Context: an optimization exercise on an open-source flow, tuned for small area, a short achievable clock period and few clock cycles per item. The choices shown serve that exercise and are no tape-out recipe.
Function was checked by simulation only, so behaviour that the tests miss may differ from the original.

before:
==> flow/design.v <==
module flow_hash (
    input  wire         clk,
    input  wire         rst,
    input  wire         req_valid,
    output wire         req_ready,
    input  wire [319:0] req_key,
    input  wire [5:0]   req_len,
    input  wire [127:0] req_seed,
    input  wire [23:0]  req_nbuckets,
    output wire         resp_valid,
    input  wire         resp_ready,
    output wire [63:0]  resp_hash,
    output wire [23:0]  resp_bucket1,
    output wire [23:0]  resp_bucket2
);
    function [63:0] rotl(input [63:0] x, input integer b);
        rotl = (x << b) | (x >> (64 - b));
    endfunction
    function [63:0] add64(input [63:0] a, input [63:0] b);
        reg [63:0] g, p, gn, pn;
        integer i, l;
        begin
            g = a & b;
            p = a ^ b;
            for (l = 0; l < 6; l = l + 1) begin
                gn = g;
                pn = p;
                for (i = 0; i < 64; i = i + 1)
                    if ((i >> l) & 1) begin
                        gn[i] = g[i] | (p[i] & g[((i >> l) << l) - 1]);
                        pn[i] = p[i] & p[((i >> l) << l) - 1];
                    end
                g = gn;
                p = pn;
            end
            add64 = a ^ b ^ {g[62:0], 1'b0};
        end
    endfunction
    wire [2:0] last_blk = req_len[5:3];
    function [63:0] msg_word(input [2:0] j, input [319:0] k, input [5:0] l);
        integer b;
        reg [63:0] w;
        begin
            case (j)
                3'd0: w = k[63:0];
                3'd1: w = k[127:64];
                3'd2: w = k[191:128];
                3'd3: w = k[255:192];
                3'd4: w = k[319:256];
                default: w = 64'd0;
            endcase
            if (j == l[5:3]) begin
                for (b = 0; b < 7; b = b + 1)
                    if (b >= l[2:0]) w[8*b +: 8] = 8'd0;
                w[63:56] = {2'b00, l};
            end
            msg_word = w;
        end
    endfunction
    reg         busy;        
    reg  [2:0]  blk;         
    reg         second;      
    reg         fin;         
    reg  [1:0]  fcnt;        
    reg  [63:0] v0, v1, v2, v3;
    reg  [63:0] m_cur;
    wire [63:0] m_next = msg_word((busy && !fin) ? blk + {2'b00, second} : 3'd0, req_key, req_len);
    always @(posedge clk)
        m_cur <= m_next;
    wire [63:0] a0 = add64(v0, v1);
    wire [63:0] b1 = rotl(v1, 13) ^ a0;
    wire [63:0] a2 = add64(v2, v3);
    wire [63:0] b3 = rotl(v3, 16) ^ a2;
    wire [63:0] c0 = add64(rotl(a0, 32), b3);       
    wire [63:0] c3 = rotl(b3, 21) ^ c0;             
    wire [63:0] c2 = add64(a2, b1);
    wire [63:0] c1 = rotl(b1, 17) ^ c2;             
    wire [63:0] n2 = rotl(c2, 32);                  
    wire [63:0] hash = c2 ^ n2 ^ rotl(b1, 17) ^ rotl(b3, 21);
    wire blk_end  = busy && !fin && second;
    wire last_end = blk_end && (blk == last_blk);
    wire take_rnd = busy && fin && (fcnt == 2'd2);    
    wire last_rnd = busy && fin && (fcnt == 2'd3);    
    wire load     = !busy || last_rnd;                
    reg  [63:0] hash_r;
    reg  [23:0] nb;
    reg  [23:0] rem_lo, rem_hi;
    reg  [4:0]  dcnt;        
    reg         rvalid;
    reg         pend;        
    reg         pend2;       
    wire slot_free = (dcnt == 5'd0) && !pend && !pend2 && (!rvalid || resp_ready);
    assign req_ready = take_rnd && slot_free;
    wire take = req_ready && req_valid;
    wire        sk22 = |nb[23:22];
    wire        sk18 = |nb[23:18];
    wire        sk12 = |nb[23:12];
    wire        sk6  = |nb[23:6];
    reg  [23:0] below;
    integer q;
    always @(*) begin
        below[23] = 1'b0;
        for (q = 22; q >= 0; q = q - 1)
            below[q] = below[q+1] | nb[q+1];
    end
    wire        pow2  = ~|(nb & below);
    wire [4:0]  steps = pow2 ? 5'd0 : sk22 ? 5'd5 : sk18 ? 5'd7 : sk12 ? 5'd10 : sk6 ? 5'd13 : 5'd16;
    function [23:0] rem_init(input [31:0] x, input p2, input [23:0] msk,
                             input s22, input s18, input s12, input s6);
        rem_init = p2  ? x[23:0] & msk :
                   s22 ? {2'b0, x[31:10]} : s18 ? {6'b0, x[31:14]} :
                   s12 ? {12'b0, x[31:20]} : s6 ? {18'b0, x[31:26]} : 24'd0;
    endfunction
    function [1:0] dig_init(input [31:0] x, input s22, input s18, input s12, input s6);
        dig_init = s22 ? x[9:8] : s18 ? x[13:12] : s12 ? x[19:18] : s6 ? x[25:24] : x[31:30];
    endfunction
    wire [4:0] to_take = {1'b0, last_blk, 1'b0} + 5'd5;
    wire [4:0] dwait   = last_rnd ? steps + 5'd2 : pend2 ? steps + 5'd1 : dcnt;
    wire       start   = load && req_valid && (dwait <= to_take);
    always @(posedge clk) begin
        if (rst) begin
            busy <= 1'b0;
        end else if (load) begin
            busy   <= start;
            blk    <= 3'd0;
            second <= 1'b0;
            fin    <= 1'b0;
            fcnt   <= 2'd0;
        end else begin
            second <= ~second;
            if (fin)
                fcnt <= fcnt + 2'd1;
            if (blk_end) begin
                blk <= blk + 3'd1;
                if (last_end)
                    fin <= 1'b1;
            end
            if (take_rnd && !slot_free)
                busy <= 1'b0;
        end
    end
    always @(posedge clk) begin
        if (load) begin
            v0 <= req_seed[63:0]   ^ 64'h736F6D6570736575;
            v1 <= req_seed[127:64] ^ 64'h646F72616E646F6D;
            v2 <= req_seed[63:0]   ^ 64'h6C7967656E657261;
            v3 <= req_seed[127:64] ^ 64'h7465646279746573 ^ m_next;
        end else begin
            v0 <= c0 ^ (blk_end ? m_cur : 64'd0);
            v1 <= c1;
            v2 <= n2 ^ (last_end ? 64'hFF : 64'd0);
            v3 <= c3 ^ ((blk_end && !last_end) ? m_next : 64'd0);
        end
    end
    function [25:0] sub25(input [24:0] t, input [24:0] nn);
        reg [24:0] g, p, gn, pn;
        integer i, l;
        begin
            g = t & nn;
            p = t ^ nn;
            g[0] = t[0] | nn[0];
            for (l = 0; l < 5; l = l + 1) begin
                gn = g;
                pn = p;
                for (i = 0; i < 25; i = i + 1)
                    if ((i >> l) & 1) begin
                        gn[i] = g[i] | (p[i] & g[((i >> l) << l) - 1]);
                        pn[i] = p[i] & p[((i >> l) << l) - 1];
                    end
                g = gn;
                p = pn;
            end
            sub25 = {g[24], t ^ nn ^ {g[23:0], 1'b1}};
        end
    endfunction
    function [23:0] div_step(input [23:0] r, input [1:0] d, input [23:0] n);
        reg [24:0] t;
        reg [25:0] s;
        integer k;
        begin
            for (k = 1; k >= 0; k = k - 1) begin
                t = {r, d[k]};
                s = sub25(t, {1'b1, ~n});
                r = s[25] ? s[23:0] : t[23:0];
            end
            div_step = r;
        end
    endfunction
    reg  [1:0] dig_lo, dig_hi;
    reg  [1:0] ndig_lo, ndig_hi;
    integer j;
    always @(*) begin
        ndig_lo = 2'd0;
        ndig_hi = 2'd0;
        for (j = 2; j <= 16; j = j + 1)
            if (dcnt == j[4:0]) begin
                ndig_lo = hash_r[2*j-3 -: 2];
                ndig_hi = hash_r[32+2*j-3 -: 2];
            end
    end
    always @(posedge clk) begin
        if (take)
            nb <= req_nbuckets;
        if (pend)
            hash_r <= hash;
        if (pend2) begin
            rem_lo <= rem_init(hash_r[31:0],  pow2, below, sk22, sk18, sk12, sk6);
            rem_hi <= rem_init(hash_r[63:32], pow2, below, sk22, sk18, sk12, sk6);
            dig_lo <= dig_init(hash_r[31:0],  sk22, sk18, sk12, sk6);
            dig_hi <= dig_init(hash_r[63:32], sk22, sk18, sk12, sk6);
        end else if (dcnt != 5'd0) begin
            rem_lo <= div_step(rem_lo, dig_lo, nb);
            rem_hi <= div_step(rem_hi, dig_hi, nb);
            dig_lo <= ndig_lo;
            dig_hi <= ndig_hi;
        end
    end
    always @(posedge clk) begin
        if (rst) begin
            pend   <= 1'b0;
            pend2  <= 1'b0;
            dcnt   <= 5'd0;
            rvalid <= 1'b0;
        end else begin
            pend  <= take;
            pend2 <= pend;
            if (pend2) begin
                dcnt   <= steps;
                rvalid <= pow2;
            end else if (dcnt != 5'd0) begin
                dcnt <= dcnt - 5'd1;
                if (dcnt == 5'd1)
                    rvalid <= 1'b1;
            end else if (rvalid && resp_ready) begin
                rvalid <= 1'b0;
            end
        end
    end
    assign resp_valid   = rvalid;
    assign resp_hash    = hash_r;
    assign resp_bucket1 = rem_lo;
    assign resp_bucket2 = (rem_hi == rem_lo) ? (rem_lo ^ 24'd1) : rem_hi;
endmodule
Settings: LEC_CHECK=0, ABC_AREA=1, CAP_MARGIN=20, CORE_MARGIN=2, CORE_UTILIZATION=47, CTS_CLUSTER_DIAMETER=70, CTS_CLUSTER_SIZE=25, SLEW_MARGIN=20; clock period 12.0 ns.
standard.sh (not shown) runs the stock make flow with config.mk's settings and CLKGATE_MAP_FILE= SYNTH_SCRIPT=/design/flow/synth_recipe.tcl, a recipe that flattens the netlist after the stock synthesis.
==> flow/flow/run.sh <==
#!/bin/bash
# The standard layout, with every port buffered by a plain buf_1 instead of
# the delay buffer that buffer_ports picks by default, and timing repair
# aiming for 6 ns of setup slack. Each ORFS step keeps its own log under
# orfs/logs; make's own output goes to standard.log.
set -euo pipefail
export BUFFER_PORTS_ARGS="-buffer_cell sky130_fd_sc_hd__buf_1"
bash standard.sh SETUP_SLACK_MARGIN=6 finish > standard.log 2>&1
Testbench counts of before, summed over its fixed seeds: cycles 36,880, items 3,200.
The inputs of after differ from those of before as listed below.
--- a/flow/design.v
+++ b/flow/design.v
@@ -149,42 +149,21 @@
             v0 <= c0 ^ (blk_end ? m_cur : 64'd0);
             v1 <= c1;
             v2 <= n2 ^ (last_end ? 64'hFF : 64'd0);
             v3 <= c3 ^ ((blk_end && !last_end) ? m_next : 64'd0);
         end
     end
-    function [25:0] sub25(input [24:0] t, input [24:0] nn);
-        reg [24:0] g, p, gn, pn;
-        integer i, l;
-        begin
-            g = t & nn;
-            p = t ^ nn;
-            g[0] = t[0] | nn[0];
-            for (l = 0; l < 5; l = l + 1) begin
-                gn = g;
-                pn = p;
-                for (i = 0; i < 25; i = i + 1)
-                    if ((i >> l) & 1) begin
-                        gn[i] = g[i] | (p[i] & g[((i >> l) << l) - 1]);
-                        pn[i] = p[i] & p[((i >> l) << l) - 1];
-                    end
-                g = gn;
-                p = pn;
-            end
-            sub25 = {g[24], t ^ nn ^ {g[23:0], 1'b1}};
-        end
-    endfunction
     function [23:0] div_step(input [23:0] r, input [1:0] d, input [23:0] n);
         reg [24:0] t;
         reg [25:0] s;
         integer k;
         begin
             for (k = 1; k >= 0; k = k - 1) begin
                 t = {r, d[k]};
-                s = sub25(t, {1'b1, ~n});
-                r = s[25] ? s[23:0] : t[23:0];
+                s = {1'b0, t} - {2'b00, n};
+                r = s[25] ? t[23:0] : s[23:0];
             end
             div_step = r;
         end
     endfunction
     reg  [1:0] dig_lo, dig_hi;
     reg  [1:0] ndig_lo, ndig_hi;
==> comparison <==
after against before: number of standard-cell rows in the floorplan +1; count of cells resized by post-cts repair -41; instance area at placement +1100 sq um; synthesis-to-layout area growth ~0 delta. Relative to before, the least setup slack across all paths after layout of after is higher by 0.030 ns. Looking only at critical path depth, and setting everything else aside, the lower value of after and before goes to after.
Testbench counts of after, summed over its fixed seeds: cycles 36,880, items 3,200.

==> re-timing with driven ports <==
The flow's constraints put no driver on any port. The routed layouts listed below were extracted and timed again, unchanged, in two steps.
Step 1, drivers: a clkbuf_16 drives clk and a buf_2 each remaining input, both assumed.
Step 2, shift: input delay + t, output delay - t, t = (earliest + latest rising clock arrival at the registers) / 2. This alone moves slack from input paths to output paths.
a / b / c = ideal / step 1 / step 2; a / b = the first two.
| run | shift t [ns] | setup slack, ns | worst slew at a driven data input, ns |
|---|---|---|---|
| before | 0.768 | 5.925 / 5.925 / 5.779 | 0.24 |
| after | 0.750 | 5.955 / 5.955 / 5.835 | 0.16 |
After both steps setup and hold are still met in every run listed. The setup slack of before, which loses most, moves by 0.000 ns with the drivers and by -0.146 ns with both steps.
